Background: an optimization exercise with open tools, aiming at small area. Do not read the settings as production practice. In this exercise RTL edits were held to simulation tests only and were not proved equivalent to the original. Power and IR drop assume default switching activity.

===== design/flow/design.v =====
module posfb_channel (
    input  wire        clk,
    input  wire        rst,
    input  wire [31:0] tick,
    input  wire [24:0] tick_lim,     
    input  wire        enc_a,
    input  wire        enc_b,
    input  wire        enc_z,
    input  wire [2:0]  cfg_filt,
    input  wire        cfg_inv,
    input  wire [1:0]  cfg_idx_mode,
    input  wire [4:0]  cfg_dir_hyst,
    input  wire [23:0] cfg_index_nom,
    input  wire [7:0]  cfg_index_tol,
    input  wire        clr_quad,
    input  wire        clr_dirchg,
    input  wire        clr_cnterr,
    input  wire        clr_errs,
    output reg  [31:0] cnt,
    output reg         dir,
    output reg         dir_chg,
    output reg         quad_err,
    output reg         cnt_err,
    output reg         still,
    output reg         idx_valid,
    output reg  [31:0] idx_cnt,
    output reg  [31:0] idx_tick,
    output reg  [31:0] idx_diff,
    output reg  [15:0] quad_errs,
    output reg  [7:0]  idx_errs,
    output wire [31:0] stamp_new,    
    output wire [31:0] stamp_old,    
    output wire        spd_zero
);
    function [32:0] add32;
        input [31:0] a;
        input [31:0] b;
        input        ci;
        reg   [31:0] p, G, P;
        integer      i, l;
        begin
            p = a ^ b;
            G = a & b;
            P = p;
            G[0] = G[0] | (p[0] & ci);
            for (l = 1; l < 32; l = l * 2)
                for (i = 2 * l - 1; i < 32; i = i + 2 * l) begin
                    G[i] = G[i] | (P[i] & G[i-l]);
                    P[i] = P[i] & P[i-l];
                end
            for (l = 8; l >= 1; l = l / 2)
                for (i = 3 * l - 1; i < 32; i = i + 2 * l) begin
                    G[i] = G[i] | (P[i] & G[i-l]);
                    P[i] = P[i] & P[i-l];
                end
            add32[0] = p[0] ^ ci;
            for (i = 1; i < 32; i = i + 1)
                add32[i] = p[i] ^ G[i-1];
            add32[32] = G[31];
        end
    endfunction
    reg [2:0] sync1, sync2;
    always @(posedge clk) begin
        if (rst) begin
            sync1 <= 3'b000;
            sync2 <= 3'b000;
        end else begin
            sync1 <= {enc_z, enc_b, enc_a};
            sync2 <= sync1;
        end
    end
    reg  [4:0] filt_m;           
    always @(*) begin
        case (cfg_filt)
            3'd0:    filt_m = 5'd1;
            3'd1:    filt_m = 5'd3;
            3'd2:    filt_m = 5'd7;
            3'd3:    filt_m = 5'd15;
            default: filt_m = 5'd31;
        endcase
    end
    reg [2:0] filt_lvl;          
    reg [4:0] filt_cnt [0:2];
    integer i;
    always @(posedge clk) begin
        if (rst) begin
            filt_lvl <= 3'b000;
            for (i = 0; i < 3; i = i + 1)
                filt_cnt[i] <= 5'd0;
        end else begin
            for (i = 0; i < 3; i = i + 1) begin
                if (sync2[i] == filt_lvl[i]) begin
                    filt_cnt[i] <= 5'd0;
                end else if ((filt_cnt[i] | ~filt_m) == 5'h1f) begin
                    filt_lvl[i] <= sync2[i];
                    filt_cnt[i] <= 5'd0;
                end else begin
                    filt_cnt[i] <= filt_cnt[i] + 5'd1;
                end
            end
        end
    end
    reg [2:0] prev_lvl;
    always @(posedge clk) begin
        if (rst)
            prev_lvl <= 3'b000;
        else
            prev_lvl <= filt_lvl;
    end
    wire fa = filt_lvl[0];
    wire fb = filt_lvl[1];
    wire fz = filt_lvl[2];
    wire pa = prev_lvl[0];
    wire pb = prev_lvl[1];
    wire pz = prev_lvl[2];
    wire chg_a   = fa ^ pa;
    wire chg_b   = fb ^ pb;
    wire illegal = chg_a & chg_b;
    wire step    = chg_a ^ chg_b;
    wire fwd     = ~(chg_a ^ fa ^ fb);
    wire up      = fwd ^ cfg_inv;
    wire step_dn = step & ~up;
    reg [31:0] cnt_next;
    reg        all1, all0;
    always @(*) begin
        all1 = 1'b1;
        all0 = 1'b1;
        for (i = 0; i < 32; i = i + 1) begin
            cnt_next[i] = cnt[i] ^ (step & (step_dn ? all0 : all1));
            all1 = all1 & cnt[i];
            all0 = all0 & ~cnt[i];
        end
    end
    always @(posedge clk) begin
        if (rst)
            cnt <= 32'd0;
        else
            cnt <= cnt_next;
    end
    reg  [4:0] lag;
    wire       back     = up ^ ~dir;             
    wire [4:0] lag_mv  = back ? lag + 5'd1 : lag - 5'd1;
    wire       follow   = ~back & (lag == 5'd0);
    wire       dir_flip = step & ~follow & (lag_mv >= cfg_dir_hyst);
    wire       dir_next = dir ^ dir_flip;
    always @(posedge clk) begin
        if (rst) begin
            dir     <= 1'b0;
            lag    <= 5'd0;
            dir_chg <= 1'b0;
        end else begin
            dir <= dir_next;
            if (step)
                lag <= (follow | dir_flip) ? 5'd0 : lag_mv;
            if (dir_flip)
                dir_chg <= 1'b1;
            else if (clr_dirchg)
                dir_chg <= 1'b0;
        end
    end
    reg [31:0] stamp [0:4];      
    reg [2:0]  nsteps;           
    always @(posedge clk) begin
        if (step) begin
            stamp[0] <= tick;
            for (i = 1; i < 5; i = i + 1)
                stamp[i] <= stamp[i-1];
        end
    end
    always @(posedge clk) begin
        if (rst)
            nsteps <= 3'd0;
        else if (step) begin
            if (dir_flip)
                nsteps <= 3'd1;
            else if (nsteps != 3'd5)
                nsteps <= nsteps + 3'd1;
        end
    end
    assign stamp_new = stamp[0];
    assign stamp_old = stamp[4];
    assign spd_zero  = still | (nsteps != 3'd5);
    always @(posedge clk) begin
        if (rst)
            still <= 1'b1;
        else if (step)
            still <= 1'b0;
        else if (stamp[0][24:0] == tick_lim)
            still <= 1'b1;
    end
    reg idx_event;
    always @(*) begin
        case (cfg_idx_mode)
            2'd1:    idx_event = fz & ~pz;
            2'd2:    idx_event = (fz & fa & fb) & ~(pz & pa & pb);
            default: idx_event = 1'b0;
        endcase
    end
    reg        chg_since_idx;    
    reg        chk_pend;         
    reg        chk_any_k;        
    reg        chk_down;         
    wire [6:0]  itk_lo = {1'b0, tick[5:0]} - {2'b00, filt_m} - 7'd3;
    reg  [31:0] itk;
    reg         itk_b;
    always @(*) begin
        itk[5:0] = itk_lo[5:0];
        itk_b    = itk_lo[6];
        for (i = 6; i < 32; i = i + 1) begin
            itk[i] = tick[i] ^ itk_b;
            itk_b  = itk_b & ~tick[i];
        end
    end
    wire [32:0] diff_new = add32(cnt_next, ~idx_cnt, 1'b1);
    wire       err_quad = illegal;
    wire       idx_fail;
    always @(posedge clk) begin
        if (rst) begin
            idx_cnt       <= 32'd0;
            idx_tick      <= 32'd0;
            idx_diff      <= 32'd0;
            idx_valid     <= 1'b0;
            chk_pend      <= 1'b0;
        end else begin
            chk_pend <= 1'b0;
            if (idx_event) begin
                idx_cnt  <= cnt_next;
                idx_tick <= itk;
                if (idx_valid && !err_quad) begin
                    idx_diff <= diff_new[31:0];
                    chk_pend <= 1'b1;
                end
            end
            if (err_quad || idx_fail)
                idx_valid <= 1'b0;
            else if (idx_event)
                idx_valid <= 1'b1;
        end
    end
    always @(posedge clk) begin
        if (idx_event) begin
            chg_since_idx <= 1'b0;
            if (idx_valid && !err_quad) begin
                chk_any_k <= chg_since_idx | dir_flip;
                chk_down  <= dir_next;
            end
        end else if (dir_flip) begin
            chg_since_idx <= 1'b1;
        end
    end
    wire        chk_neg = chk_any_k ? idx_diff[31] : chk_down;
    wire [31:0] nom_x   = {8'd0, cfg_index_nom} ^ {32{~chk_neg}};
    wire [32:0] err_s   = add32(idx_diff, nom_x, ~chk_neg);
    wire [31:0] err_k   = err_s[31:0];
    function in_tol;
        input [31:0] x;
        input [7:0]  tol;
        reg   [8:0]  s;
        begin
            s = {1'b0, x[7:0]} + {1'b0, tol};
            in_tol = (~|x[31:8] & (x[7:0] <= tol)) | (&x[31:8] & s[8]);
        end
    endfunction
    wire idx_ok = in_tol(err_k, cfg_index_tol) |
                  (chk_any_k & in_tol(idx_diff, cfg_index_tol));
    assign idx_fail = chk_pend & ~idx_ok;
    reg [15:0] qe_inc;
    reg [7:0]  ie_inc;
    reg        qe_c, ie_c;
    always @(*) begin
        qe_c = 1'b1;
        for (i = 0; i < 16; i = i + 1) begin
            qe_inc[i] = quad_errs[i] ^ qe_c;
            qe_c      = qe_c & quad_errs[i];
        end
        ie_c = 1'b1;
        for (i = 0; i < 8; i = i + 1) begin
            ie_inc[i] = idx_errs[i] ^ ie_c;
            ie_c      = ie_c & idx_errs[i];
        end
    end
    always @(posedge clk) begin
        if (rst) begin
            quad_err  <= 1'b0;
            cnt_err   <= 1'b0;
            quad_errs <= 16'd0;
            idx_errs  <= 8'd0;
        end else begin
            if (err_quad)
                quad_err <= 1'b1;
            else if (clr_quad)
                quad_err <= 1'b0;
            if (err_quad || idx_fail)
                cnt_err <= 1'b1;
            else if (clr_cnterr)
                cnt_err <= 1'b0;
            if (clr_errs)
                quad_errs <= {15'd0, err_quad};
            else if (err_quad && !(&quad_errs))
                quad_errs <= qe_inc;
            if (clr_errs)
                idx_errs <= {7'd0, idx_fail};
            else if (idx_fail && !(&idx_errs))
                idx_errs <= ie_inc;
        end
    end
endmodule
module posfb_top (
    input  wire        clk,
    input  wire        rst,
    input  wire [2:0]  enc_a,
    input  wire [2:0]  enc_b,
    input  wire [2:0]  enc_z,
    input  wire [8:0]  cfg_filt,
    input  wire [2:0]  cfg_inv,
    input  wire [5:0]  cfg_idx_mode,
    input  wire [14:0] cfg_dir_hyst,
    input  wire [71:0] cfg_index_nom,
    input  wire [23:0] cfg_index_tol,
    input  wire [23:0] still_lim,
    input  wire [2:0]  clr_quad,
    input  wire [2:0]  clr_dirchg,
    input  wire [2:0]  clr_cnterr,
    input  wire [2:0]  clr_errs,
    input  wire        spd_req,
    input  wire [1:0]  spd_ch,
    output reg         spd_busy,
    output reg         spd_done,
    output wire [31:0] spd_val,
    output wire [95:0] cnt,
    output wire [2:0]  dir,
    output wire [2:0]  dir_chg,
    output wire [2:0]  quad_err,
    output wire [2:0]  cnt_err,
    output wire [2:0]  still,
    output wire [2:0]  idx_valid,
    output wire [95:0] idx_cnt,
    output wire [95:0] idx_tick,
    output wire [95:0] idx_diff,
    output wire [47:0] quad_errs,
    output wire [23:0] idx_errs
);
    function [32:0] add32;
        input [31:0] a;
        input [31:0] b;
        input        ci;
        reg   [31:0] p, G, P;
        integer      i, l;
        begin
            p = a ^ b;
            G = a & b;
            P = p;
            G[0] = G[0] | (p[0] & ci);
            for (l = 1; l < 32; l = l * 2)
                for (i = 2 * l - 1; i < 32; i = i + 2 * l) begin
                    G[i] = G[i] | (P[i] & G[i-l]);
                    P[i] = P[i] & P[i-l];
                end
            for (l = 8; l >= 1; l = l / 2)
                for (i = 3 * l - 1; i < 32; i = i + 2 * l) begin
                    G[i] = G[i] | (P[i] & G[i-l]);
                    P[i] = P[i] & P[i-l];
                end
            add32[0] = p[0] ^ ci;
            for (i = 1; i < 32; i = i + 1)
                add32[i] = p[i] ^ G[i-1];
            add32[32] = G[31];
        end
    endfunction
    integer i;
    reg [31:0] tick;
    reg [31:0] tick_inc;
    reg        tick_c;
    always @(*) begin
        tick_c = 1'b1;
        for (i = 0; i < 32; i = i + 1) begin
            tick_inc[i] = tick[i] ^ tick_c;
            tick_c      = tick_c & tick[i];
        end
    end
    reg [24:0] tick_lim;
    reg [24:0] lim_inc;
    reg        lim_c;
    always @(*) begin
        lim_c = 1'b1;
        for (i = 0; i < 25; i = i + 1) begin
            lim_inc[i] = tick_lim[i] ^ lim_c;
            lim_c      = lim_c & tick_lim[i];
        end
    end
    always @(posedge clk) begin
        if (rst) begin
            tick     <= 32'd0;
            tick_lim <= {1'b1, ~still_lim};
        end else begin
            tick     <= tick_inc;
            tick_lim <= lim_inc;
        end
    end
    wire [95:0] st_new;
    wire [95:0] st_old;
    wire [2:0]  spd_zero;
    genvar c;
    generate
        for (c = 0; c < 3; c = c + 1) begin : ch
            posfb_channel u_ch (
                .clk           (clk),
                .rst           (rst),
                .tick          (tick),
                .tick_lim      (tick_lim),
                .enc_a         (enc_a[c]),
                .enc_b         (enc_b[c]),
                .enc_z         (enc_z[c]),
                .cfg_filt      (cfg_filt[3*c +: 3]),
                .cfg_inv       (cfg_inv[c]),
                .cfg_idx_mode  (cfg_idx_mode[2*c +: 2]),
                .cfg_dir_hyst  (cfg_dir_hyst[5*c +: 5]),
                .cfg_index_nom (cfg_index_nom[24*c +: 24]),
                .cfg_index_tol (cfg_index_tol[8*c +: 8]),
                .clr_quad      (clr_quad[c]),
                .clr_dirchg    (clr_dirchg[c]),
                .clr_cnterr    (clr_cnterr[c]),
                .clr_errs      (clr_errs[c]),
                .cnt           (cnt[32*c +: 32]),
                .dir           (dir[c]),
                .dir_chg       (dir_chg[c]),
                .quad_err      (quad_err[c]),
                .cnt_err       (cnt_err[c]),
                .still         (still[c]),
                .idx_valid     (idx_valid[c]),
                .idx_cnt       (idx_cnt[32*c +: 32]),
                .idx_tick      (idx_tick[32*c +: 32]),
                .idx_diff      (idx_diff[32*c +: 32]),
                .quad_errs     (quad_errs[16*c +: 16]),
                .idx_errs      (idx_errs[8*c +: 8]),
                .stamp_new     (st_new[32*c +: 32]),
                .stamp_old     (st_old[32*c +: 32]),
                .spd_zero      (spd_zero[c])
            );
        end
    endgenerate
    reg [31:0] sel_new, sel_old;
    reg        sel_zero, sel_dir;
    always @(*) begin
        case (spd_ch)
            2'd0: begin
                sel_new = st_new[31:0];  sel_old = st_old[31:0];
                sel_zero = spd_zero[0];  sel_dir = dir[0];
            end
            2'd1: begin
                sel_new = st_new[63:32]; sel_old = st_old[63:32];
                sel_zero = spd_zero[1];  sel_dir = dir[1];
            end
            default: begin
                sel_new = st_new[95:64]; sel_old = st_old[95:64];
                sel_zero = spd_zero[2];  sel_dir = dir[2];
            end
        endcase
    end
    localparam [31:0] NUM = 32'd1280000000;
    reg [31:0] div_r;        
    reg [31:0] div_d;        
    reg [28:0] div_q;        
    reg [4:0]  div_i;        
    reg [1:0]  div_ph;       
    reg        div_zero;
    reg        div_neg;
    wire [31:0] r_shift = {div_r[30:0], NUM[div_i]};
    reg  [31:0] op_a, op_b;
    reg         op_ci;
    always @(*) begin
        case (div_ph)
            2'd1:    begin op_a = tick;           op_b = div_r; op_ci = 1'b0; end
            2'd2:    begin op_a = div_r;          op_b = div_d; op_ci = 1'b1; end
            2'd3:    begin op_a = {3'd0, div_q};  op_b = div_d; op_ci = 1'b1; end
            default: begin op_a = r_shift;        op_b = div_d; op_ci = 1'b1; end
        endcase
    end
    wire [32:0] op_s = add32(op_a, ~op_b, op_ci);
    wire        op_ge = op_s[32];
    always @(posedge clk) begin
        if (rst) begin
            spd_busy <= 1'b0;
            spd_done <= 1'b0;
        end else begin
            spd_done <= 1'b0;
            if (!spd_busy) begin
                if (spd_req)
                    spd_busy <= 1'b1;
            end else if (div_ph == 2'd0 && div_i == 5'd0) begin
                spd_busy <= 1'b0;
                spd_done <= 1'b1;
            end
        end
    end
    always @(posedge clk) begin
        if (!spd_busy) begin
            if (spd_req) begin
                div_r    <= sel_new;
                div_d    <= sel_old;
                div_ph   <= 2'd1;
                div_zero <= sel_zero;
                div_neg  <= sel_dir;
            end
        end else begin
            case (div_ph)
                2'd1: begin
                    div_q  <= {op_s[26:0], 2'b00};
                    div_ph <= 2'd2;
                end
                2'd2: begin
                    div_d    <= op_s[31:0];
                    div_zero <= div_zero | op_s[31];
                    div_ph   <= 2'd3;
                end
                2'd3: begin
                    if (op_ge)
                        div_d <= {3'd0, div_q};
                    div_r   <= 32'd2;        
                    div_q   <= 29'd0;
                    div_i   <= 5'd28;
                    div_neg <= div_neg & ~div_zero;
                    div_ph  <= 2'd0;
                end
                default: begin
                    div_r <= op_ge ? op_s[31:0] : r_shift;
                    div_q <= {div_q[27:0], op_ge & ~div_zero};
                    div_i <= div_i - 5'd1;
                end
            endcase
        end
    end
    wire [31:0] val_x = {4'd0, div_q[28:1]} ^ {32{div_neg}};
    reg  [31:0] val;
    reg         val_c;
    always @(*) begin
        val_c = div_q[0] ^ div_neg;
        for (i = 0; i < 32; i = i + 1) begin
            val[i] = val_x[i] ^ val_c;
            val_c  = val_c & val_x[i];
        end
    end
    assign spd_val = val;
endmodule

===== design/flow/run.sh =====
#!/bin/bash
# synth_recipe.tcl (not shown) runs the flow's synth.tcl, then flattens the netlist and writes it again
# the make line also repeats each setting of config.mk as NAME=value (left out here)
make -C /OpenROAD-flow-scripts/flow DESIGN_CONFIG=/design/flow/config.mk WORK_HOME=/design/flow/orfs CLKGATE_MAP_FILE= SYNTH_SCRIPT=/design/flow/synth_recipe.tcl finish

===== design/flow/config.mk =====
export PLATFORM = sky130hd
export DESIGN_NAME = posfb_top
export DESIGN_NICKNAME = posfb_top
export VERILOG_FILES = /design/flow/design.v
export SDC_FILE = /design/flow/constraint.sdc
export NUM_CORES = 4
export LEC_CHECK = 0
export CAP_MARGIN = 20
export CORE_MARGIN = 2
export CORE_UTILIZATION = 40
export PLACE_DENSITY = 0.6
export SLEW_MARGIN = 20

===== design/flow/constraint.sdc =====
create_clock -name core_clock -period 9.0 [get_ports {clk}]
set_input_delay 1.8000 -clock core_clock [delete_from_list [all_inputs] [get_ports {clk}]]
set_output_delay 1.8000 -clock core_clock [all_outputs]
set_load 0.01 [all_outputs]

==> results.ini, run 1 <==
[timing]
finalClockSkew_ns=0.0366
layout_min_cycle_time_ns=8.74
max_clock_freq_mhz=114
grt_setup_unrepaired=true
hold_violations=0
layout_setup_ws_ns=0.261
tns_ns=0
maxSlewHeadroom_pct=23.4
slew_viol_final=0
finalCritPeriodShare_pct=97.1
whs_ns=0.397
tightest_slew_ns=1.15
final-setup-viol-count=0

[clocking]
cts_hold_buf=0
clk_pin_slew_worst_paths_ns=0.06
cts_buffers=137
clock_path_buffers=3
clock_sinks=1232
cts_tree=done
htreeDepth=4
clockRootBuffer=clkbuf_16
insertion_delay_ns=0.80

[setup_path]
critPathMaxFanout=6
r2r_end=ch[1].u_ch.idx_tick[31]$_SDFFE_PP0P_
reg2reg_depth=36
max_stage_delay_ns=0.48
cp_slowest_cell=edfxtp_1
cp_common_cell=ha_1
start_kind=flop
cp_data_arrival_time_ns=6.94
rrSetupSlack_ns=1.25
crit_path_start=div_neg$_DFFE_PP_
required_ns=7.20
regToRegStartpoint=tick[2]$_SDFF_PP0_
crit_type=reg2out
cp-end-kind=output port

[logic_synthesis]
netlist_instances=6148
yosys.area.top_type=edfxtp_1
syn_area_per_cell_sq_um=10.5
synth_seq_area_share_pct=47.3
async_flop_share_pct=0
synth.most_common_cell=dfxtp_1
netlist_top_cells_count=dfxtp_1, ha_1, edfxtp_1, nor2_1, nand2_1
netlist_area_sq_mm=0.0646
ys_ff_latch=1232
synth_cell_type_count=88
synth_top_area_share_pct=27.3
synth.area.top_cells=edfxtp_1, dfxtp_1, ha_1, fa_1, mux2i_1
synthFlopType=dfxtp_1
syn_nets=7040
synth_edf_count=588
synth_warnings=4

[drt]
dr_wl_met3_microns=16300
viasPerCell=5.27
drt_first_pass_iters=6
wl_per_cell_microns=21.8
drtIter0Drc=3496
ant_nets=0
wl_microns=197000
wl_met2_microns=88900
drcViolationCount=0
vias=47800
m1WireLength_microns=84800
dr.max_layer_used=met5

[layout]
drive_gt1_share_pct=5.37
stdcell_area_sq_mm=0.0785
final_nets=7669
syn2layout_area_growth_pct=21.5
fill_cells=14600

[placement]
port_buffers=686
place_ws_ns=-0.553
place_area_sq_mm=0.0738
place_congestion=0.920
dpl.hpwl_microns=149000

[floorplan]
start_util_pct=40.2
fp.dieH_microns=406
die_w_microns=406
ios=687
rows=147
core_sq_mm=0.161
dieArea_sq_mm=0.165

[power_and_ir_drop]
power.density_mw_per_mm2=171
vdd_ir_drop_max_uv=196
p_seq_share_pct=45.2
p_int_mw=9.95
p_leak_nw=29.9
p_comb_share_pct=11.8
p_switching_mw=3.48
p_clk_share_pct=43.0
power_switching_share_pct=25.9
finalPower_mw=13.4

[grt]
antenna_found_initial=17
overflow=0
grt_pass1_vias=46400
grt_max_degree=163
grt_use_total_pct=23.6
grt_pass1_wl_microns=294000

[worst_hold_path]
hp-start=ch[1].u_ch.stamp[2][20]$_DFFE_PN_
hold_depth=0
hp-class=reg2reg
whs_endpoint=ch[1].u_ch.stamp[3][20]$_DFFE_PN_

[status]
status=complete, no violations

[job]
max-cap-violations=0

per-layer routing:
| metal | up-vias | track usage (%) |
|---|---|---|
| met5 | - | 0 |
| met4 | 20 | 8.32 |
| met3 | 303 | 6.87 |
| met2 | 1391 | 37.0 |
| met1 | 23200 | 31.0 |
| li1 | 22900 | - |
timing repair:
action                     in CTS  in global routing
buffers inserted                2                  0
setup endpoints to repair       4                  6
gates resized for setup         4                  3
registers in the layout (all words and copies together) (netlist names), 15 cells and up:
signal	flops
ch.u_ch.cnt	96
ch.u_ch.filt_cnt	45
ch.u_ch.idx_cnt	96
ch.u_ch.idx_diff	96
ch.u_ch.idx_errs	24
ch.u_ch.idx_tick	96
ch.u_ch.lag	15
ch.u_ch.quad_errs	48
ch.u_ch.stamp	480
div_d	32
div_q	29
div_r	32
tick	32
tick_lim	25
area by class of cell:
class                   instances  area, sq um  area share (%)
clock inverters                68          857            1.09
diodes                          7         17.5          0.0223
well taps                    2160         2700            3.44
multi-input cells            4197        31400            40.0
flip-flops and latches       1232        30600            38.9
inverters                     460         1730            2.20
clock buffers                 186         3810            4.86
repair buffers                749         7380            9.41
layout by cell type, fill, tap and decap left out, drive strengths merged, types with 42 or more instances in the layout:
master / instances
o21ai: 186
inv: 464
mux2i: 207
nand2: 503
fa: 119
clkinv: 42
nor2b: 161
a21oi: 362
a21o: 66
a211oi: 186
clkdlybuf4s50: 677
buf: 66
xor2: 236
clkbuf: 186
nor2: 544
ha: 594
xnor2: 233
nand4: 89
dfxtp: 644
nand3: 87
nor4: 55
nor3: 66
edfxtp: 588
how the worst max path moves through the flow:
stage,to,slack (ns)
finish,spd_val[30],0.26
global route,spd_val[31],-0.09
CTS,spd_val[27],0.003
detailed placement,ch[1].u_ch.idx_tick[31]$_SDFFE_PP0P_,-0.55
global placement,ch[1].u_ch.idx_tick[31]$_SDFFE_PP0P_,-0.43
floorplan,ch[1].u_ch.idx_diff[21]$_SDFFE_PP0P_,0.11
critical path, delay by kind of cell, from the launching register on:
family | cells | cell delay, ns
xor gates and xnor gates | 1 | 0.19
adders and majority gates | 27 | 5.07
buffers and inverters | 1 | 0.29
DFF | 1 | 0.48
and+or+nand+nor | 1 | 0.16
kinds of logic (layout without fill, tap and decap cells):
family	count (synthesis)	count (layout)	synth area share (%)
simple gates	1679	1679	12.3
flops	1232	1232	47.3
compound gates	1094	1094	10.7
buf+inv	719	1463	4.30
fa+ha+maj	713	713	15.2
xor+xnor	472	472	6.49
mux	239	239	3.76
other cells	0	7	0
through the flow:
step / utilization, % / std cells
floorplan: - / 6148
global placement: 45.9 / 8796
detailed placement: 45.9 / 8796
CTS: 48.9 / 9052
global route: 48.9 / 9055
finish: 48.9 / 9059
power groups by stage:
stage                     combinational, mW  sequential [mW]  clock (mW)
final                                  1.59             6.08        5.77
after global routing                   1.75             6.08        6.12
after CTS                              1.58             6.07        5.90
after detailed placement               1.57             6.19           0
after global placement                 1.54             6.19           0
after floorplan                        1.03             6.14           0
==> run 2: changes to the inputs <==
--- a/design/flow/config.mk
+++ b/design/flow/config.mk
@@ -9,4 +9,4 @@
 export CORE_MARGIN = 2
-export CORE_UTILIZATION = 40
-export PLACE_DENSITY = 0.6
+export CORE_UTILIZATION = 60
+export PLACE_DENSITY = 0.7
 export SLEW_MARGIN = 20
==> run 2 against run 1 <==
Via count grew 0.13%. Sequential power about the same. Still clean. Highest routed layer unchanged. Core utilization increased by 23 points.
==> results.ini, run 2 <==
[status]
status=complete, no violations  ; unchanged

[drt]
wl_microns=184000  ; was 197000 microns
viasPerCell=5.76  ; was 5.27
drtIter0Drc=3485  ; was 3496
ant_nets=0  ; unchanged
vias=47800  ; about the same
drt_first_pass_iters=8  ; was 6
drcViolationCount=0  ; unchanged
wl_per_cell_microns=22.1  ; was 21.8 microns

[grt]
use_met2_pct=52.6  ; was 37.0%
busiest_layer=met2  ; unchanged
grt_pass1_vias=47500  ; was 46400
grt_pass1_wl_microns=281000  ; was 294000 microns
grtUsageMet1_pct=42.1  ; was 31.0%
use_met3_pct=8.42  ; was 6.87%
grt_max_degree=97  ; was 163
grt_use_total_pct=32.9  ; was 23.6%
antenna_found_initial=20  ; was 17
overflow=0  ; unchanged

[power_and_ir_drop]
vdd_ir_drop_max_uv=140  ; was 196 uV
power.density_mw_per_mm2=169  ; was 171 mW/mm^2
finalPower_mw=13.1  ; was 13.4 mW
p_leak_nw=29.9  ; about the same

[logic_synthesis]
netlist_area_sq_mm=0.0646  ; unchanged
netlist_top_cells_count=dfxtp_1, ha_1, edfxtp_1, nor2_1, nand2_1  ; unchanged
yosys.area_share.adder_pct=15.2  ; unchanged
yosys.area.top_type=edfxtp_1  ; unchanged
syn_nets=7040  ; unchanged
synth.most_common_cell=dfxtp_1  ; unchanged
synth-xor-area-share_pct=6.49  ; unchanged
synth_top_family_by_area=adder cells  ; unchanged
synth_seq_area_share_pct=47.3  ; unchanged
synth_top_area_share_pct=27.3  ; unchanged
synthFlopType=dfxtp_1  ; unchanged
synth_mux_area_share_pct=3.76  ; unchanged
synth_warnings=4  ; unchanged
async_flop_share_pct=0  ; unchanged
synth_cell_type_count=88  ; unchanged
syn_area_per_cell_sq_um=10.5  ; unchanged
ys_ff_latch=1232  ; unchanged
yosys.area_share.simple_pct=12.3  ; unchanged
synth_compound_area_share_pct=10.7  ; unchanged
synth_edf_count=588  ; unchanged
synth.area.top_cells=edfxtp_1, dfxtp_1, ha_1, fa_1, mux2i_1  ; unchanged
netlist_instances=6148  ; unchanged

[floorplan]
start_util_pct=60.4  ; was 40.2%
die_w_microns=332  ; was 406 microns
core_sq_mm=0.107  ; was 0.161 sq mm
ios=687  ; unchanged
fp.dieH_microns=332  ; was 406 microns
rows=120  ; was 147
dieArea_sq_mm=0.110  ; was 0.165 sq mm

[placement]
dpl.hpwl_microns=137000  ; was 149000 microns
place_ws_ns=-0.302  ; was -0.553 ns
place_congestion=0.946  ; was 0.920
port_buffers=686  ; unchanged

[clocking]
insertion_delay_ns=0.78  ; was 0.80 ns
clockRootBuffer=clkbuf_16  ; unchanged
post-cts-setup-buffer-count=0  ; was 2
cts_tree=done  ; unchanged
clock_sinks=1232  ; unchanged
htreeDepth=4  ; unchanged
clk_pin_slew_worst_paths_ns=0.06  ; about the same
clock_path_buffers=3  ; unchanged
cts_buffers=133  ; was 137

[timing]
max_clock_freq_mhz=116  ; was 114 MHz
whs_ns=0.393  ; was 0.397 ns
grt_setup_unrepaired=false  ; was true
finalCritPeriodShare_pct=95.5  ; was 97.1%
finalClockSkew_ns=0.0435  ; was 0.0366 ns
tightest_slew_ns=1.05  ; was 1.15 ns
layout_min_cycle_time_ns=8.59  ; was 8.74 ns
final-setup-viol-count=0  ; unchanged
slew_viol_final=0  ; unchanged
maxSlewHeadroom_pct=29.8  ; was 23.4%
hold_violations=0  ; unchanged
tns_ns=0  ; unchanged
layout_setup_ws_ns=0.408  ; was 0.261 ns

[setup_path]
critPathMaxFanout=3  ; was 6
crit_family=adder cells  ; unchanged
cp.depth=37  ; was 30
path_buf_inv=4  ; was 1
rrSetupSlack_ns=1.34  ; was 1.25 ns
max_stage_delay_ns=0.45  ; was 0.48 ns
regToRegStartpoint=tick[2]$_SDFF_PP0_  ; unchanged
crit_path_start=cfg_filt[4]  ; was div_neg$_DFFE_PP_
start_kind=primary input  ; was flop
cp_slowest_cell=clkdlybuf4s50_1  ; was edfxtp_1
reg2reg_depth=36  ; unchanged
cp-end-kind=flop  ; was output port
cp_common_cell=ha_1  ; unchanged
required_ns=9.66  ; was 7.20 ns
crit_type=in2reg  ; was reg2out
cp_data_arrival_time_ns=9.25  ; was 6.94 ns
endpoint=ch[1].u_ch.idx_tick[31]$_SDFFE_PP0P_  ; was spd_val[30]
r2r_end=ch[1].u_ch.idx_tick[31]$_SDFFE_PP0P_  ; unchanged

[layout]
regMostFlops=ch.u_ch.stamp  ; unchanged
syn2layout_area_growth_pct=19.7  ; was 21.5%
finish.utilization_pct=72.3  ; was 48.9%
largest_register_ffs=480  ; unchanged
drive_gt1_share_pct=5.42  ; was 5.37%
layout_commonest_cell=clkdlybuf4s50_1  ; unchanged
fill_cells=7901  ; was 14600
final_nets=7670  ; was 7669
layout_common_cells=clkdlybuf4s50_1, dfxtp_1, ha_1  ; unchanged

[job]
max-cap-violations=0  ; unchanged

[worst_hold_path]
hp-class=reg2reg  ; unchanged

## run 2: cell counts after synthesis
No cell type changed its count.
## run 2: where the power goes
group	leakage, nW	internal (mW)	total (mW)	switching, mW
Clock	2.16	3.12	5.48	2.36
Sequential	10.1	5.96	6.07	0.105
Combinational	17.6	0.667	1.54	0.873
## run 2: cell families (layout without fill, tap and decap cells)
kind of cell               count (synthesis)  count (layout)
other                                      0              10
adders and majority gates                713             713
DFF                                     1232            1232
muxes                                    239             239
and+or+nand+nor                         1679            1679
buffers and inverters                    719            1458
AOI/OAI and AO/OA                       1094            1094
xor gates and xnor gates                 472             472
## run 2: cell type report
type / instances / area (sq um) / area share, %
clock buffer: 170 / 3640 / 4.70
multi-input combinational: 4197 / 31400 / 40.6
timing repair buffer: 754 / 7400 / 9.57
clock inverter: 74 / 816 / 1.05
inverter: 460 / 1730 / 2.23
sequential: 1232 / 30600 / 39.5
antenna: 10 / 25.0 / 0.0324
tap: 1403 / 1760 / 2.27
## run 2: worst min path at each step
stage,startpoint,endpoint,slack (ns),depth (start not counted)
6_report,ch[2].u_ch.stamp[1][23]$_DFFE_PN_,ch[2].u_ch.stamp[2][23]$_DFFE_PN_,0.39,0
5_1_grt,ch[2].u_ch.stamp[1][23]$_DFFE_PN_,ch[2].u_ch.stamp[2][23]$_DFFE_PN_,0.40,0
4_1_cts,ch[1].u_ch.stamp[3][25]$_DFFE_PN_,ch[1].u_ch.stamp[4][25]$_DFFE_PN_,0.39,0
3_5_place_dp,ch[0].u_ch.stamp[1][22]$_DFFE_PN_,ch[0].u_ch.stamp[2][22]$_DFFE_PN_,0.40,0
3_3_place_gp,ch[0].u_ch.stamp[3][11]$_DFFE_PN_,ch[0].u_ch.stamp[4][11]$_DFFE_PN_,0.40,0
2_1_floorplan,ch[0].u_ch.stamp[1][0]$_DFFE_PN_,ch[0].u_ch.stamp[2][0]$_DFFE_PN_,0.40,0
## run 2: layer usage
metal	wire, microns	part of all wire [%]	vias up
met5	112	0.061	-
met4	8760	4.8	18
met3	15300	8.3	385
met2	84300	46	1613
met1	75000	41	23000
li1	-	-	22900
## run 2: worst register-to-register path, delay by kind of cell (launching register included)
family / cells / cell delay (ns)
AO/OA/AOI/OAI: 3 / 0.46
XOR/XNOR: 1 / 0.12
flip-flops: 1 / 0.51
adder cells (fa/ha/maj): 28 / 6.00
buffers and inverters: 4 / 0.48
## run 2: repair_timing
item                                   in CTS  in global routing
endpoints found under the hold margin       0                  0
resized for setup                           0                  9
setup endpoints to repair                   0                  5
hold buffers                                0                  0
## run 2: through the flow
step,cells,cell area (sq um)
3_3_place_gp,8046,72800
3_5_place_dp,8046,72800
4_1_cts,8290,77300
5_1_grt,8300,77300
6_report,8300,77300
2_1_floorplan,6148,64600
==> run 3: changes to the inputs <==
--- a/design/flow/config.mk
+++ b/design/flow/config.mk
@@ -10,2 +10,3 @@
 export CORE_UTILIZATION = 60
+export CTS_BUF_LIST = sky130_fd_sc_hd__clkbuf_4
 export PLACE_DENSITY = 0.7
==> run 3 against run 2 <==
Non-clock buffer count stayed put. Largest cell class unchanged. Largest power group unchanged. Design area down 0.56%. Clock skew grew 0.11 ns. Via count up 2.3%. Highest routed layer unchanged. Sequential share of layout area is 0.22 points higher. Critical path type is now reg2out. Total power shrank 5.2%. Final cell count is 3.9% higher. Setup slack worse by 0.070 ns. Flip-flop and latch count unchanged. Synthesized area is the same. Still clean. Register-to-register slack got worse by 0.14 ns.
==> results.ini, run 3 <==
[logic_synthesis]
synth_warnings=4  ; unchanged
netlist_instances=6148  ; unchanged
synth_compound_area_share_pct=10.7  ; unchanged
yosys.area_share.adder_pct=15.2  ; unchanged
yosys.area_share.simple_pct=12.3  ; unchanged
ys_ff_latch=1232  ; unchanged
synth_cell_type_count=88  ; unchanged
yosys.area.top_type=edfxtp_1  ; unchanged
netlist_area_sq_mm=0.0646  ; unchanged
synth_mux_area_share_pct=3.76  ; unchanged
syn_nets=7040  ; unchanged
synth.most_common_cell=dfxtp_1  ; unchanged
async_flop_share_pct=0  ; unchanged
syn_area_per_cell_sq_um=10.5  ; unchanged
synth_edf_count=588  ; unchanged
netlist_top_cells_count=dfxtp_1, ha_1, edfxtp_1, nor2_1, nand2_1  ; unchanged
synth.area.top_cells=edfxtp_1, dfxtp_1, ha_1, fa_1, mux2i_1  ; unchanged
synth_top_area_share_pct=27.3  ; unchanged
synth_seq_area_share_pct=47.3  ; unchanged
synthFlopType=dfxtp_1  ; unchanged
synth-xor-area-share_pct=6.49  ; unchanged
synth_top_family_by_area=adder cells  ; unchanged

[setup_path]
critPathMaxFanout=19  ; was 3
start_kind=flop  ; was primary input
cp-end-kind=output port  ; was flop
crit_type=reg2out  ; was in2reg
cp_data_arrival_time_ns=6.86  ; was 9.25 ns
required_ns=7.20  ; was 9.66 ns
reg2reg_depth=36  ; unchanged

[clocking]
cts_hold_buf=0  ; unchanged
cts_buffers=331  ; was 133
clock_path_buffers=4  ; was 3
cts_tree=done  ; unchanged
htreeDepth=5  ; was 4
clk_pin_slew_worst_paths_ns=0.06  ; about the same
post-cts-setup-buffer-count=0  ; unchanged
clock_sinks=1232  ; unchanged
insertion_delay_ns=1.26  ; was 0.78 ns
clockRootBuffer=clkbuf_4  ; was clkbuf_16

[grt]
grt_pass1_vias=49000  ; was 47500
grt_pass1_wl_microns=282000  ; was 281000 microns
grt_max_degree=97  ; unchanged
antenna_found_initial=22  ; was 20
overflow=0  ; unchanged
grt_use_total_pct=33.0  ; was 32.9%

[timing]
maxSlewHeadroom_pct=30.7  ; was 29.8%
max_clock_freq_mhz=115  ; was 116 MHz
hold_violations=0  ; unchanged
final-setup-viol-count=0  ; unchanged
tightest_slew_ns=1.03  ; was 1.05 ns
finalClockSkew_ns=0.156  ; was 0.0435 ns
slew_viol_final=0  ; unchanged
layout_min_cycle_time_ns=8.66  ; was 8.59 ns
finalCritPeriodShare_pct=96.2  ; was 95.5%
whs_ns=0.356  ; was 0.393 ns

[layout]
drive_gt1_share_pct=9.48  ; was 5.42%
final_nets=7868  ; was 7670
syn2layout_area_growth_pct=19.0  ; was 19.7%
largest_register_ffs=480  ; unchanged
stdcell_area_sq_mm=0.0769  ; was 0.0773 sq mm
fill_cells=8106  ; was 7901
regMostFlops=ch.u_ch.stamp  ; unchanged
layout_commonest_cell=clkdlybuf4s50_1  ; unchanged
layout_common_cells=clkdlybuf4s50_1, dfxtp_1, edfxtp_1  ; was clkdlybuf4s50_1, dfxtp_1, ha_1

[status]
status=complete, no violations  ; unchanged

[placement]
place_area_sq_mm=0.0728  ; unchanged
port_buffers=686  ; unchanged
place_congestion=0.946  ; unchanged
dpl.hpwl_microns=137000  ; unchanged

[floorplan]
die_w_microns=332  ; unchanged
ios=687  ; unchanged
rows=120  ; unchanged
core_sq_mm=0.107  ; unchanged
fp.dieH_microns=332  ; unchanged
dieArea_sq_mm=0.110  ; unchanged
start_util_pct=60.4  ; unchanged

[power_and_ir_drop]
p_leak_nw=30.1  ; was 29.9 nW
vdd_ir_drop_max_uv=118  ; was 140 uV
power.density_mw_per_mm2=161  ; was 169 mW/mm^2

[drt]
ant_nets=0  ; unchanged
vias=49000  ; was 47800
wl_microns=184000  ; about the same
drtIter0Drc=3601  ; was 3485
drt_first_pass_iters=6  ; was 8
viasPerCell=5.68  ; was 5.76
wl_per_cell_microns=21.3  ; was 22.1 microns
drcViolationCount=0  ; unchanged

[worst_hold_path]
hold_depth=0  ; unchanged
hp-class=reg2reg  ; unchanged

[job]
max-cap-violations=0  ; unchanged

-- run 3: cell count changes in the layout (fill, tap and decap cells not counted), sizes merged, moves of 4 or more --
| cell | change |
|---|---|
| buf | +4 |
| bufinv | -4 |
| clkbuf | +317 |
| clkinv | +6 |
| clkinvlp | -7 |
| diode | +11 |
| dlymetal6s2s | -5 |
-- run 3: per-layer routing --
layer	up-vias	wire length, microns	global-route usage, %
met1	23400	74900	41.4
met4	16	9030	16.9
met5	-	99	0
li1	23400	-	-
met3	424	15400	9.18
met2	1744	84100	52.3
-- run 3: layout make-up --
type                    count  area (sq um)  area share (%)
flip-flops and latches   1232         30600            39.7
repair buffers            754          7360            9.57
diodes                     21          52.6          0.0683
clock inverters            68           353           0.459
well taps                1403          1760            2.28
multi-input cells        4197         31500            40.9
clock buffers             486          3650            4.74
inverters                 460          1730            2.25
-- run 3: worst max-delay path: stages (launching register included) --
cell and delay, ns:
edfxtp_1 0.48, buf_12 0.21, xor2_1 0.15, ha_1 0.21, ha_1 0.18, ha_1 0.18
ha_2 0.17, ha_2 0.16, ha_1 0.17, ha_1 0.18, ha_1 0.18, ha_2 0.17
ha_2 0.16, ha_1 0.17, ha_1 0.18, ha_2 0.17, ha_2 0.16, ha_1 0.18
ha_2 0.17, ha_2 0.16, ha_1 0.17, ha_2 0.17, ha_1 0.17, ha_1 0.18
ha_1 0.18, ha_1 0.18, ha_2 0.31, clkdlybuf4s50_1 0.52
-- run 3: cells by family (layout without fill, tap and decap cells) --
kind of cell	Yosys count	count (layout)
and+or+nand+nor	1679	1679
DFF	1232	1232
AOI/OAI and AO/OA	1094	1094
buffers and inverters	719	1768
adders and majority gates	713	713
xor gates and xnor gates	472	472
muxes	239	239
other	0	21
-- run 3: where the power goes --
group / leakage [nW] / switching, mW / total, mW / internal [mW]
logic: 17.5 / 0.872 / 1.54 / 0.665
clock network: 2.41 / 2.25 / 4.79 / 2.54
registers: 10.1 / 0.106 / 6.07 / 5.96
total: 30.1 / 3.23 / 12.4 / 9.17
-- run 3: timing repair --
| action | CTS | global route |
|---|---|---|
| resized for setup | 23 | 13 |
| setup endpoints to repair | 6 | 7 |
| pin swaps | 0 | 1 |
-- run 3: final timing paths --
kind,to,slack [ns],from
worst max-delay path,spd_val[25],0.34,div_neg$_DFFE_PP_
worst min-delay path,ch[1].u_ch.stamp[2][9]$_DFFE_PN_,0.36,ch[1].u_ch.stamp[1][9]$_DFFE_PN_
worst max register to register,ch[2].u_ch.idx_tick[31]$_SDFFE_PP0P_,1.20,tick[2]$_SDFF_PP0_
worst min register to register,ch[1].u_ch.stamp[2][9]$_DFFE_PN_,0.36,ch[1].u_ch.stamp[1][9]$_DFFE_PN_
-- run 3: stage by stage --
| step | setup slack (ns) | TNS [ns] | util [%] | cells | power [mW] |
|---|---|---|---|---|---|
| finish | 0.338 | 0 | 71.9 | 8621 | 12.4 |
| global placement | -0.168 | -0.572 | 68.1 | 8046 | 7.67 |
| global route | -0.0610 | -0.225 | 71.9 | 8620 | 13.0 |
| floorplan | 0.105 | 0 | - | 6148 | 7.18 |
| CTS | 0.0117 | 0 | 71.9 | 8600 | 12.5 |
| detailed placement | -0.302 | -1.43 | 68.1 | 8046 | 7.70 |
==> run 4: changes to the inputs <==
==> design/flow/flow/run.sh (new file) <==
#!/bin/bash
set -euo pipefail
bash standard.sh finish "BUFFER_PORTS_ARGS=-buffer_cell sky130_fd_sc_hd__buf_1" > flow_make.log 2>&1
==> design/flow/standard.sh (new file) <==
#!/bin/bash
# synth_recipe.tcl (not shown) runs the flow's synth.tcl, then flattens the netlist and writes it again
# the make line also repeats each setting of config.mk as NAME=value (left out here)
make -C /OpenROAD-flow-scripts/flow DESIGN_CONFIG=/design/flow/config.mk WORK_HOME=/design/flow/orfs CLKGATE_MAP_FILE= SYNTH_SCRIPT=/design/flow/synth_recipe.tcl "${@:-finish}"
removed: design/flow/run.sh
==> run 4 against run 3 <==
Sequential share of layout area rose by 2.3 points. Flip-flop and latch count did not move. Clock-buffer cell count fell by 5. Hold slack got worse by 0.0096 ns. Core utilization fell by 3.9 points. First-iteration DRC count rose by 1.6%.
==> results.ini, run 4 <==
[status]
status=complete, no violations  ; unchanged

[timing]
grt_setup_unrepaired=false
layout_min_cycle_time_ns=8.60  ; was 8.66 ns
final-setup-viol-count=0  ; unchanged
slew_viol_final=0  ; unchanged
finalClockSkew_ns=0.108  ; was 0.156 ns
finalCritPeriodShare_pct=95.6  ; was 96.2%
tightest_slew_ns=1.07  ; was 1.03 ns
max_clock_freq_mhz=116  ; was 115 MHz
maxSlewHeadroom_pct=28.7  ; was 30.7%
tns_ns=0  ; unchanged
hold_violations=0  ; unchanged

[logic_synthesis]
netlist_instances=6148  ; unchanged
syn_area_per_cell_sq_um=10.5  ; unchanged
synth_cell_type_count=88  ; unchanged
synth.most_common_cell=dfxtp_1  ; unchanged
async_flop_share_pct=0  ; unchanged
synth.area.top_cells=edfxtp_1, dfxtp_1, ha_1, fa_1, mux2i_1  ; unchanged
syn_nets=7040  ; unchanged
netlist_area_sq_mm=0.0646  ; unchanged
synth_edf_count=588  ; unchanged
synthFlopType=dfxtp_1  ; unchanged
yosys.area.top_type=edfxtp_1  ; unchanged
ys_ff_latch=1232  ; unchanged
synth_seq_area_share_pct=47.3  ; unchanged
synth_top_area_share_pct=27.3  ; unchanged
netlist_top_cells_count=dfxtp_1, ha_1, edfxtp_1, nor2_1, nand2_1  ; unchanged
synth_warnings=4  ; unchanged

[clocking]
cts_hold_buf=0  ; unchanged
cts_buffers=332  ; was 331
insertion_delay_ns=1.21  ; was 1.26 ns
clockRootBuffer=clkbuf_4  ; unchanged
clock_sinks=1232  ; unchanged
cts_tree=done  ; unchanged
htreeDepth=5  ; unchanged
clock_path_buffers=4  ; unchanged
clk_pin_slew_worst_paths_ns=0.06  ; about the same

[placement]
dpl.hpwl_microns=132000  ; was 137000 microns
port_buffers=686  ; unchanged
place_congestion=0.936  ; was 0.946
place_area_sq_mm=0.0685  ; was 0.0728 sq mm
post-place-cells=8036  ; was 8046

[power_and_ir_drop]
p_leak_nw=28.5  ; was 30.1 nW
power.density_mw_per_mm2=170  ; was 161 mW/mm^2
p_int_mw=9.12  ; was 9.17 mW
p_switching_mw=3.26  ; was 3.23 mW
vdd_ir_drop_max_uv=159  ; was 118 uV
finalPower_mw=12.4  ; about the same
p_seq_share_pct=49.0  ; was 48.9%
p_comb_share_pct=11.7  ; was 12.4%
p_clk_share_pct=39.3  ; was 38.7%
power_switching_share_pct=26.3  ; was 26.1%

[setup_path]
crit_family=adder cells  ; unchanged
cp_data_arrival_time_ns=6.80  ; was 6.86 ns
cp_slowest_cell=edfxtp_1  ; was clkdlybuf4s50_1
crit_type=reg2out  ; unchanged
critPathMaxFanout=7  ; was 19
max_stage_delay_ns=0.50  ; was 0.52 ns
required_ns=7.20  ; about the same
cp_common_cell=ha_2  ; was ha_1
path_buf_inv=1  ; was 2
cp-end-kind=output port  ; unchanged
start_kind=flop  ; unchanged

[floorplan]
start_util_pct=60.4  ; unchanged
ios=687  ; unchanged
dieArea_sq_mm=0.110  ; unchanged
rows=120  ; unchanged
fp.dieH_microns=332  ; unchanged
core_sq_mm=0.107  ; unchanged
die_w_microns=332  ; unchanged

[layout]
stdcell_area_sq_mm=0.0727  ; was 0.0769 sq mm
finish.utilization_pct=68.0  ; was 71.9%
fill_cells=8483  ; was 8106
layout_common_cells=buf_1, dfxtp_1, edfxtp_1  ; was clkdlybuf4s50_1, dfxtp_1, edfxtp_1
register_area_sq_mm=0.0306  ; unchanged
final_nets=7862  ; was 7868
layout_commonest_cell=buf_1  ; was clkdlybuf4s50_1
regMostFlops=ch.u_ch.stamp  ; unchanged
drive_gt1_share_pct=9.41  ; was 9.48%
syn2layout_area_growth_pct=12.5  ; was 19.0%
largest_register_ffs=480  ; unchanged
final_cells=8613  ; was 8621
multi_input_area_sq_mm=0.0315  ; about the same

[drt]
drtIter0Drc=3658  ; was 3601
wl_microns=177000  ; was 184000 microns
wl_per_cell_microns=20.6  ; was 21.3 microns
drt_first_pass_iters=6  ; unchanged
ant_nets=0  ; unchanged
drcViolationCount=0  ; unchanged
viasPerCell=5.66  ; was 5.68
vias=48700  ; was 49000

[grt]
grt_max_degree=184  ; was 97
grt_pass1_vias=47700  ; was 49000
grt_use_total_pct=31.7  ; was 33.0%
grt_pass1_wl_microns=272000  ; was 282000 microns
overflow=0  ; unchanged
antenna_found_initial=21  ; was 22

[job]
max-cap-violations=0  ; unchanged

[worst_hold_path]
hp-class=reg2reg  ; unchanged

[run 4: cell count changes in the layout (fill, tap and decap cells not counted), sizes merged, moves of 2 or more]
| cell | delta |
|---|---|
| clkbuf | -3 |
| buf | +669 |
| diode | -8 |
| clkdlybuf4s50 | -677 |
| bufinv | +2 |
| inv | +2 |
| clkinv | +7 |
[run 4: logic make-up (layout without fill, tap and decap cells)]
family / count (synthesis) / after routing / synth area share (%)
fa+ha+maj: 713 / 713 / 15.2
buf+inv: 719 / 1768 / 4.30
other cells: 0 / 13 / 0
mux: 239 / 239 / 3.76
flops: 1232 / 1232 / 47.3
simple gates: 1679 / 1679 / 12.3
xor+xnor: 472 / 472 / 6.49
compound gates: 1094 / 1094 / 10.7
[run 4: worst paths after layout]
| kind | depth (start not counted) | from | end | slack [ns] |
|---|---|---|---|---|
| hold / removal | 0 | ch[0].u_ch.stamp[2][24]$_DFFE_PN_ | ch[0].u_ch.stamp[3][24]$_DFFE_PN_ | 0.35 |
| setup reg to reg | 36 | tick[2]$_SDFF_PP0_ | ch[0].u_ch.idx_tick[31]$_SDFFE_PP0P_ | 1.23 |
| setup / recovery | 30 | div_neg$_DFFE_PP_ | spd_val[29] | 0.40 |
| hold reg to reg | 0 | ch[0].u_ch.stamp[2][24]$_DFFE_PN_ | ch[0].u_ch.stamp[3][24]$_DFFE_PN_ | 0.35 |
[run 4: through the flow]
step / setup WS [ns] / hold WS [ns]
global route: 0.00294 / 0.320
detailed placement: -0.0564 / 0.405
CTS: 0.00984 / 0.331
global placement: 0.0847 / 0.400
finish: 0.398 / 0.346
floorplan: 0.105 / 0.400
[run 4: cell type report]
class,count,area share (%)
antenna,13,0.0448
tap,1403,2.42
sequential,1232,42.0
clock inverter,80,0.625
clock buffer,481,4.97
multi-input combinational,4197,43.3
timing repair buffer,747,4.26
inverter,460,2.38
[run 4: worst reg2reg max path: cells and delay by family, from the launching register on]
family,cells,cell delay [ns]
AOI/OAI and AO/OA,3,0.43
xor gates and xnor gates,1,0.12
adders and majority gates,28,6.08
buffers and inverters,4,0.48
DFF,1,0.53
[run 4: layer usage]
layer	up-vias	track usage [%]	share of wire, %
met2	1737	50.1	46
met4	16	15.1	4.5
li1	23500	-	-
met1	23100	40.4	41
met5	-	0	0.056
met3	371	8.80	8.5
[run 4: power by group through the flow]
stage	clock network (mW)	logic (mW)	registers (mW)
after floorplan	0	1.03	6.14
after global placement	0	1.39	6.19
after detailed placement	0	1.42	6.19
after CTS	4.98	1.43	6.07
after global routing	5.27	1.61	6.08
final	4.86	1.45	6.07
[run 4: timing repair]
action / in CTS / in global routing
setup buffers: 3 / 0
resized for setup: 5 / 12
pin swaps: 1 / 1
endpoints found under the setup margin: 5 / 6
==> run 5: changes to the inputs <==
==> design/flow/run.sh (new file) <==
#!/bin/bash
# synth_recipe.tcl (not shown) runs the flow's synth.tcl, then flattens the netlist and writes it again
# the make line also repeats each setting of config.mk as NAME=value (left out here)
make -C /OpenROAD-flow-scripts/flow DESIGN_CONFIG=/design/flow/config.mk WORK_HOME=/design/flow/orfs CLKGATE_MAP_FILE= SYNTH_SCRIPT=/design/flow/synth_recipe.tcl finish
--- a/design/flow/config.mk
+++ b/design/flow/config.mk
@@ -10,3 +10,3 @@
 export CORE_UTILIZATION = 60
-export CTS_BUF_LIST = sky130_fd_sc_hd__clkbuf_4
+export CTS_BUF_LIST = sky130_fd_sc_hd__clkbuf_2 sky130_fd_sc_hd__clkbuf_4
 export PLACE_DENSITY = 0.7
removed: design/flow/flow/run.sh
removed: design/flow/standard.sh
==> run 5 against run 4 <==
Core utilization increased by 3.9 points. Final cell count about the same. Setup slack got worse by 0.061 ns. Critical path type unchanged. Highest routed layer unchanged.
==> results.ini, run 5 <==
[status]
status=complete, no violations  ; unchanged

[layout]
final_cells=8621  ; was 8613
fill_cells=8106  ; was 8483
drive_gt1_share_pct=9.48  ; was 9.41%
syn2layout_area_growth_pct=19.0  ; was 12.5%
final_nets=7868  ; was 7862
register_area_sq_mm=0.0306  ; unchanged
largest_register_ffs=480  ; unchanged
finish.utilization_pct=71.9  ; was 68.0%
regMostFlops=ch.u_ch.stamp  ; unchanged
layout_common_cells=clkdlybuf4s50_1, dfxtp_1, edfxtp_1  ; was buf_1, dfxtp_1, edfxtp_1
layout_commonest_cell=clkdlybuf4s50_1  ; was buf_1
multi_input_area_sq_mm=0.0315  ; about the same

[setup_path]
required_ns=7.20  ; about the same
cp_common_cell=ha_1  ; was ha_2
cp_slowest_cell=clkdlybuf4s50_1  ; was edfxtp_1
cp_data_arrival_time_ns=6.86  ; was 6.80 ns
path_buf_inv=2  ; was 1
crit_family=adder cells  ; unchanged
start_kind=flop  ; unchanged
crit_type=reg2out  ; unchanged
critPathMaxFanout=19  ; was 7
cp-end-kind=output port  ; unchanged
max_stage_delay_ns=0.52  ; was 0.50 ns

[drt]
wl_per_cell_microns=21.3  ; was 20.6 microns
wl_microns=184000  ; was 177000 microns
drtIter0Drc=3601  ; was 3658
drcViolationCount=0  ; unchanged
viasPerCell=5.68  ; was 5.66
drt_first_pass_iters=6  ; unchanged
vias=49000  ; was 48700
ant_nets=0  ; unchanged

[logic_synthesis]
yosys.area.top_type=edfxtp_1  ; unchanged
syn_nets=7040  ; unchanged
syn_area_per_cell_sq_um=10.5  ; unchanged
synth_seq_area_share_pct=47.3  ; unchanged
netlist_instances=6148  ; unchanged
synth.most_common_cell=dfxtp_1  ; unchanged
synth.area.top_cells=edfxtp_1, dfxtp_1, ha_1, fa_1, mux2i_1  ; unchanged
synth_top_area_share_pct=27.3  ; unchanged
netlist_top_cells_count=dfxtp_1, ha_1, edfxtp_1, nor2_1, nand2_1  ; unchanged
netlist_area_sq_mm=0.0646  ; unchanged
synthFlopType=dfxtp_1  ; unchanged
async_flop_share_pct=0  ; unchanged
synth_cell_type_count=88  ; unchanged
ys_ff_latch=1232  ; unchanged
synth_edf_count=588  ; unchanged
synth_warnings=4  ; unchanged

[grt]
grt_pass1_wl_microns=282000  ; was 272000 microns
grt_use_total_pct=33.0  ; was 31.7%
grt_pass1_vias=49000  ; was 47700
grt_max_degree=97  ; was 184
overflow=0  ; unchanged
antenna_found_initial=22  ; was 21

[timing]
final-setup-viol-count=0  ; unchanged
tightest_slew_ns=1.03  ; was 1.07 ns
finalClockSkew_ns=0.156  ; was 0.108 ns
maxSlewHeadroom_pct=30.7  ; was 28.7%
slew_viol_final=0  ; unchanged
hold_violations=0  ; unchanged
max_clock_freq_mhz=115  ; was 116 MHz
finalCritPeriodShare_pct=96.2  ; was 95.6%
layout_min_cycle_time_ns=8.66  ; was 8.60 ns

[floorplan]
rows=120  ; unchanged
dieArea_sq_mm=0.110  ; unchanged
core_sq_mm=0.107  ; unchanged
fp.dieH_microns=332  ; unchanged
ios=687  ; unchanged
die_w_microns=332  ; unchanged
start_util_pct=60.4  ; unchanged

[clocking]
clock_path_buffers=4  ; unchanged
clock_sinks=1232  ; unchanged
cts_buffers=331  ; was 332
htreeDepth=5  ; unchanged
insertion_delay_ns=1.26  ; was 1.21 ns
cts_tree=done  ; unchanged
clockRootBuffer=clkbuf_4  ; unchanged
post-cts-setup-buffer-count=0  ; was 3
clk_pin_slew_worst_paths_ns=0.06  ; about the same

[power_and_ir_drop]
finalPower_mw=12.4  ; about the same
p_leak_nw=30.1  ; was 28.5 nW
vdd_ir_drop_max_uv=118  ; was 159 uV
power.density_mw_per_mm2=161  ; was 170 mW/mm^2

[worst_hold_path]
hp-class=reg2reg  ; unchanged

[placement]
port_buffers=686  ; unchanged
place_congestion=0.946  ; was 0.936
dpl.hpwl_microns=137000  ; was 132000 microns
post-place-cells=8046  ; was 8036

[job]
max-cap-violations=0  ; unchanged

[run 5: cell counts after synthesis]
No cell type changed its count.
[run 5: metrics by stage]
stage          area [sq um]  hold slack, ns  worst slack, ns  setup TNS, ns
3_5_place_dp          72800           0.405           -0.302          -1.43
5_1_grt               76900           0.350          -0.0610         -0.225
2_1_floorplan         64600           0.400            0.105              0
4_1_cts               76800           0.341           0.0117              0
3_3_place_gp          72800           0.400           -0.168         -0.572
6_report              76900           0.356            0.338              0
[run 5: worst paths after layout]
| path | start | endpoint | slack, ns | cells after the start |
|---|---|---|---|---|
| worst max-delay path | div_neg$_DFFE_PP_ | spd_val[25] | 0.34 | 27 |
| worst min-delay path | ch[1].u_ch.stamp[1][9]$_DFFE_PN_ | ch[1].u_ch.stamp[2][9]$_DFFE_PN_ | 0.36 | 0 |
| worst max register to register | tick[2]$_SDFF_PP0_ | ch[2].u_ch.idx_tick[31]$_SDFFE_PP0P_ | 1.20 | 36 |
| worst min register to register | ch[1].u_ch.stamp[1][9]$_DFFE_PN_ | ch[1].u_ch.stamp[2][9]$_DFFE_PN_ | 0.36 | 0 |
[run 5: what timing repair did]
item,4_1_cts,5_1_grt
hold buffers,0,0
setup endpoints to repair,6,7
pin swaps,0,1
gates resized for setup,23,13
[run 5: area by class of cell]
type	instances	area share, %
Timing Repair Buffer	754	9.57
Antenna cell	21	0.0683
Multi-Input combinational cell	4197	40.9
Clock inverter	68	0.459
Tap cell	1403	2.28
Sequential cell	1232	39.7
Clock buffer	486	4.74
Inverter	460	2.25
[run 5: worst reg2reg max path, delay by kind of cell (launching register included)]
family,cells,cell delay [ns]
adder cells (fa/ha/maj),28,5.99
flip-flops,1,0.53
XOR/XNOR,1,0.12
buffers and inverters,4,0.50
AO/OA/AOI/OAI,3,0.41
[run 5: power breakdown]
group / internal [mW] / switching (mW) / total, mW
clock: 2.54 / 2.25 / 4.79
sequential: 5.96 / 0.106 / 6.07
combinational: 0.665 / 0.872 / 1.54
[run 5: kinds of logic (layout without fill, tap and decap cells)]
family | count (synthesis) | in the layout | synth area share [%]
compound gates | 1094 | 1094 | 10.7
xor+xnor | 472 | 472 | 6.49
fa+ha+maj | 713 | 713 | 15.2
buf+inv | 719 | 1768 | 4.30
flops | 1232 | 1232 | 47.3
mux | 239 | 239 | 3.76
other cells | 0 | 21 | 0
simple gates | 1679 | 1679 | 12.3
[run 5: layer usage]
layer  wire [microns]  up-vias  track usage (%)
met5               99        -                0
met4             9030       16             16.9
met3            15400      424             9.18
met2            84100     1744             52.3
met1            74900    23400             41.4
li1                 -    23400                -
==> run 6: changes to the inputs <==
--- a/design/flow/design.v
+++ b/design/flow/design.v
@@ -213,3 +213,8 @@
     end
-    wire [32:0] diff_new = add32(cnt_next, ~idx_cnt, 1'b1);
+    wire        chk_neg;
+    wire [31:0] nom_x;
+    wire [32:0] add_s = add32(chk_pend ? idx_diff : cnt_next,
+                              chk_pend ? nom_x : ~idx_cnt,
+                              chk_pend ? ~chk_neg : 1'b1);
+    wire [31:0] diff_new = add_s[31:0];
     wire       err_quad = illegal;
@@ -229,3 +234,3 @@
                 if (idx_valid && !err_quad) begin
-                    idx_diff <= diff_new[31:0];
+                    idx_diff <= diff_new;
                     chk_pend <= 1'b1;
@@ -250,6 +255,5 @@
     end
-    wire        chk_neg = chk_any_k ? idx_diff[31] : chk_down;
-    wire [31:0] nom_x   = {8'd0, cfg_index_nom} ^ {32{~chk_neg}};
-    wire [32:0] err_s   = add32(idx_diff, nom_x, ~chk_neg);
-    wire [31:0] err_k   = err_s[31:0];
+    assign      chk_neg = chk_any_k ? idx_diff[31] : chk_down;
+    assign      nom_x   = {8'd0, cfg_index_nom} ^ {32{~chk_neg}};
+    wire [31:0] err_k   = add_s[31:0];
     function in_tol;
==> design/flow/flow/run.sh (new file) <==
#!/bin/bash
set -euo pipefail
bash standard.sh finish "BUFFER_PORTS_ARGS=-buffer_cell sky130_fd_sc_hd__buf_1" > flow_make.log 2>&1
==> design/flow/standard.sh (new file) <==
#!/bin/bash
# synth_recipe.tcl (not shown) runs the flow's synth.tcl, then flattens the netlist and writes it again
# the make line also repeats each setting of config.mk as NAME=value (left out here)
make -C /OpenROAD-flow-scripts/flow DESIGN_CONFIG=/design/flow/config.mk WORK_HOME=/design/flow/orfs CLKGATE_MAP_FILE= SYNTH_SCRIPT=/design/flow/synth_recipe.tcl "${@:-finish}"
--- a/design/flow/config.mk
+++ b/design/flow/config.mk
@@ -10,3 +10,3 @@
 export CORE_UTILIZATION = 60
-export CTS_BUF_LIST = sky130_fd_sc_hd__clkbuf_2 sky130_fd_sc_hd__clkbuf_4
+export CTS_BUF_LIST = sky130_fd_sc_hd__clkbuf_4
 export PLACE_DENSITY = 0.7
removed: design/flow/run.sh
==> run 6 against run 5 <==
Maximum frequency down 0.62%. Critical path depth up 3. Register-to-register slack worse by 0.29 ns. Hold slack worse by 0.0021 ns. Core utilization down 3.6 points. Synthesized cell count down 0.49%. Flip-flop and latch count unchanged. Still clean. Critical path type unchanged. Largest power group unchanged. Critical endpoint is now spd_val[29].
==> results.ini, run 6 <==
[power_and_ir_drop]
p_leak_nw=27.3  ; was 30.1 nW
vdd_ir_drop_max_uv=124  ; was 118 uV
power.density_mw_per_mm2=176  ; was 161 mW/mm^2
finalPower_mw=12.5  ; was 12.4 mW

[floorplan]
dieArea_sq_mm=0.108  ; was 0.110 sq mm
start_util_pct=60.7  ; was 60.4%
ios=687  ; unchanged
rows=118  ; was 120
fp.dieH_microns=328  ; was 332 microns

[drt]
drtIter0Drc=4282  ; was 3601
drt_first_pass_iters=9  ; was 6
viasPerCell=5.86  ; was 5.68
drcViolationCount=0  ; unchanged
ant_nets=0  ; unchanged
wl_microns=187000  ; was 184000 microns

[timing]
slew_viol_final=0  ; unchanged
hold_violations=0  ; unchanged
tightest_slew_ns=1.03  ; about the same
final-setup-viol-count=0  ; unchanged
max_clock_freq_mhz=115  ; about the same
layout_min_cycle_time_ns=8.72  ; was 8.66 ns
finalClockSkew_ns=0.0866  ; was 0.156 ns

[clocking]
clock_sinks=1232  ; unchanged
clockRootBuffer=clkbuf_4  ; unchanged
cts_tree=done  ; unchanged
clk_pin_slew_worst_paths_ns=0.07  ; was 0.06 ns
cts_hold_buf=0  ; unchanged
htreeDepth=5  ; unchanged
cts_buffers=336  ; was 331
insertion_delay_ns=1.21  ; was 1.26 ns
clock_path_buffers=4  ; unchanged

[logic_synthesis]
synth_edf_count=588  ; unchanged
synth.most_common_cell=nor2_1  ; was dfxtp_1
synth_seq_area_share_pct=48.4  ; was 47.3%
synth_cell_type_count=91  ; was 88
netlist_instances=6118  ; was 6148
netlist_top_cells_count=nor2_1, dfxtp_1, edfxtp_1, ha_1, nand2_1  ; was dfxtp_1, ha_1, edfxtp_1, nor2_1, nand2_1
syn_nets=6879  ; was 7040
synth_warnings=4  ; unchanged
syn_area_per_cell_sq_um=10.3  ; was 10.5 sq um

[setup_path]
start_kind=flop  ; unchanged
max_stage_delay_ns=0.50  ; was 0.52 ns
crit_type=reg2out  ; unchanged
critPathMaxFanout=5  ; was 19
crit_family=adder cells  ; unchanged
cp_common_cell=ha_1  ; unchanged
path_buf_inv=2  ; unchanged
cp_slowest_cell=edfxtp_1  ; was clkdlybuf4s50_1
cp-end-kind=output port  ; unchanged

[layout]
syn2layout_area_growth_pct=12.6  ; was 19.0%
drive_gt1_share_pct=10.6  ; was 9.48%
layout_common_cells=nor2_1, buf_1, dfxtp_1  ; was clkdlybuf4s50_1, dfxtp_1, edfxtp_1
register_area_sq_mm=0.0306  ; about the same
final_nets=7663  ; was 7868
multi_input_area_sq_mm=0.0303  ; was 0.0315 sq mm
fill_cells=8506  ; was 8106

[placement]
port_buffers=686  ; unchanged
dpl.hpwl_microns=137000  ; about the same
place_congestion=0.977  ; was 0.946

[grt]
grt_max_degree=199  ; was 97
grt_pass1_vias=47800  ; was 49000
use_met2_pct=54.0  ; was 52.3%
busiest_layer=met2  ; unchanged
grt_use_total_pct=34.1  ; was 33.0%
grtUsageMet1_pct=44.3  ; was 41.4%
grt_pass1_wl_microns=281000  ; was 282000 microns
use_met3_pct=8.39  ; was 9.18%
overflow=0  ; unchanged
antenna_found_initial=11  ; was 22

[job]
max-cap-violations=0  ; unchanged

[status]
status=complete, no violations  ; unchanged

## run 6: repair_timing
action                                  CTS  global route
pin swaps                                 1             2
hold endpoints to repair                  0             0
resized for setup                        17             6
buffers inserted                          2             1
endpoints found under the setup margin    8             5
## run 6: cell families after synthesis
kind of cell / Yosys count / share of synthesized area (%)
and+or+nand+nor: 1858 / 13.6
DFF: 1232 / 48.4
AOI/OAI and AO/OA: 1174 / 11.5
buffers and inverters: 599 / 3.70
adders and majority gates: 582 / 12.4
xor gates and xnor gates: 353 / 5.02
muxes: 320 / 5.30
## run 6: worst paths after layout
check                           slack (ns)                                   to                            startpoint  cells after the start
worst max-delay path                  0.28                          spd_val[29]                     div_neg$_DFFE_PP_                     30
worst min-delay path                  0.35    ch[1].u_ch.stamp[3][14]$_DFFE_PN_     ch[1].u_ch.stamp[2][14]$_DFFE_PN_                      0
worst max register to register        0.91  ch[0].u_ch.idx_errs[7]$_SDFFE_PP0P_  ch[0].u_ch.idx_diff[31]$_SDFFE_PP0P_                     24
worst min register to register        0.35    ch[1].u_ch.stamp[3][14]$_DFFE_PN_     ch[1].u_ch.stamp[2][14]$_DFFE_PN_                      0
## run 6: through the flow
stage,hold WS (ns),worst slack [ns],std cells,area [sq um],TNS [ns]
floorplan,0.400,-0.0172,6118,63100,-0.0172
global placement,0.400,0.225,7941,66800,0
detailed placement,0.405,0.0458,7941,66800,0
CTS,0.356,0.0134,8510,71000,0
global route,0.361,-0.0184,8521,71000,-0.0528
finish,0.353,0.284,8522,71000,0
## run 6: report_power, final
group | leakage, nW | internal (mW) | switching (mW)
Clock | 2.45 | 2.58 | 2.34
Sequential | 10.2 | 5.96 | 0.118
Combinational | 14.7 | 0.580 | 0.893
Total | 27.3 | 9.13 | 3.35
## run 6: per-layer routing
layer  vias up  routed length [microns]
li1      23600                        -
met1     23800                    76100
met2      2224                    86400
met3       397                    16300
met4         6                     8440
met5         -                       34
## run 6: cell type report
type | instances | share of cell area (%)
sequential | 1232 | 43.0
multi-input combinational | 4287 | 42.7
inverter | 281 | 1.49
antenna | 11 | 0.0388
clock inverter | 88 | 0.692
timing repair buffer | 764 | 4.52
tap | 1380 | 2.43
clock buffer | 479 | 5.06

-- afterwards: timing with drivers on the ports --
The results above use ideal ports. As a check the final layouts listed here were re-extracted and re-timed, cells and wires unchanged.
Step 1 assumes that a clkbuf_16 drives the clock port and a buf_2 every other input.
Step 2 also shifts input and output timing later by t, the mid clock arrival at the registers, as if the neighbouring blocks saw the same clock.
Slacks: no drivers / after step 1 / after step 2; pairs: no drivers / after step 1.
run	t (ns)	setup slack, ns
run 1	0.862	0.261 / 0.180 / -0.595
run 2	0.832	0.408 / 0.391 / -0.440
run 3	1.252	0.338 / 0.261 / -0.426
run 4	1.209	0.398 / 0.325 / -0.122
run 5	1.252	0.338 / 0.261 / -0.426
run 6	1.242	0.284 / 0.208 / -0.146
Met with ideal ports but missed after step 2: setup timing in every run listed.
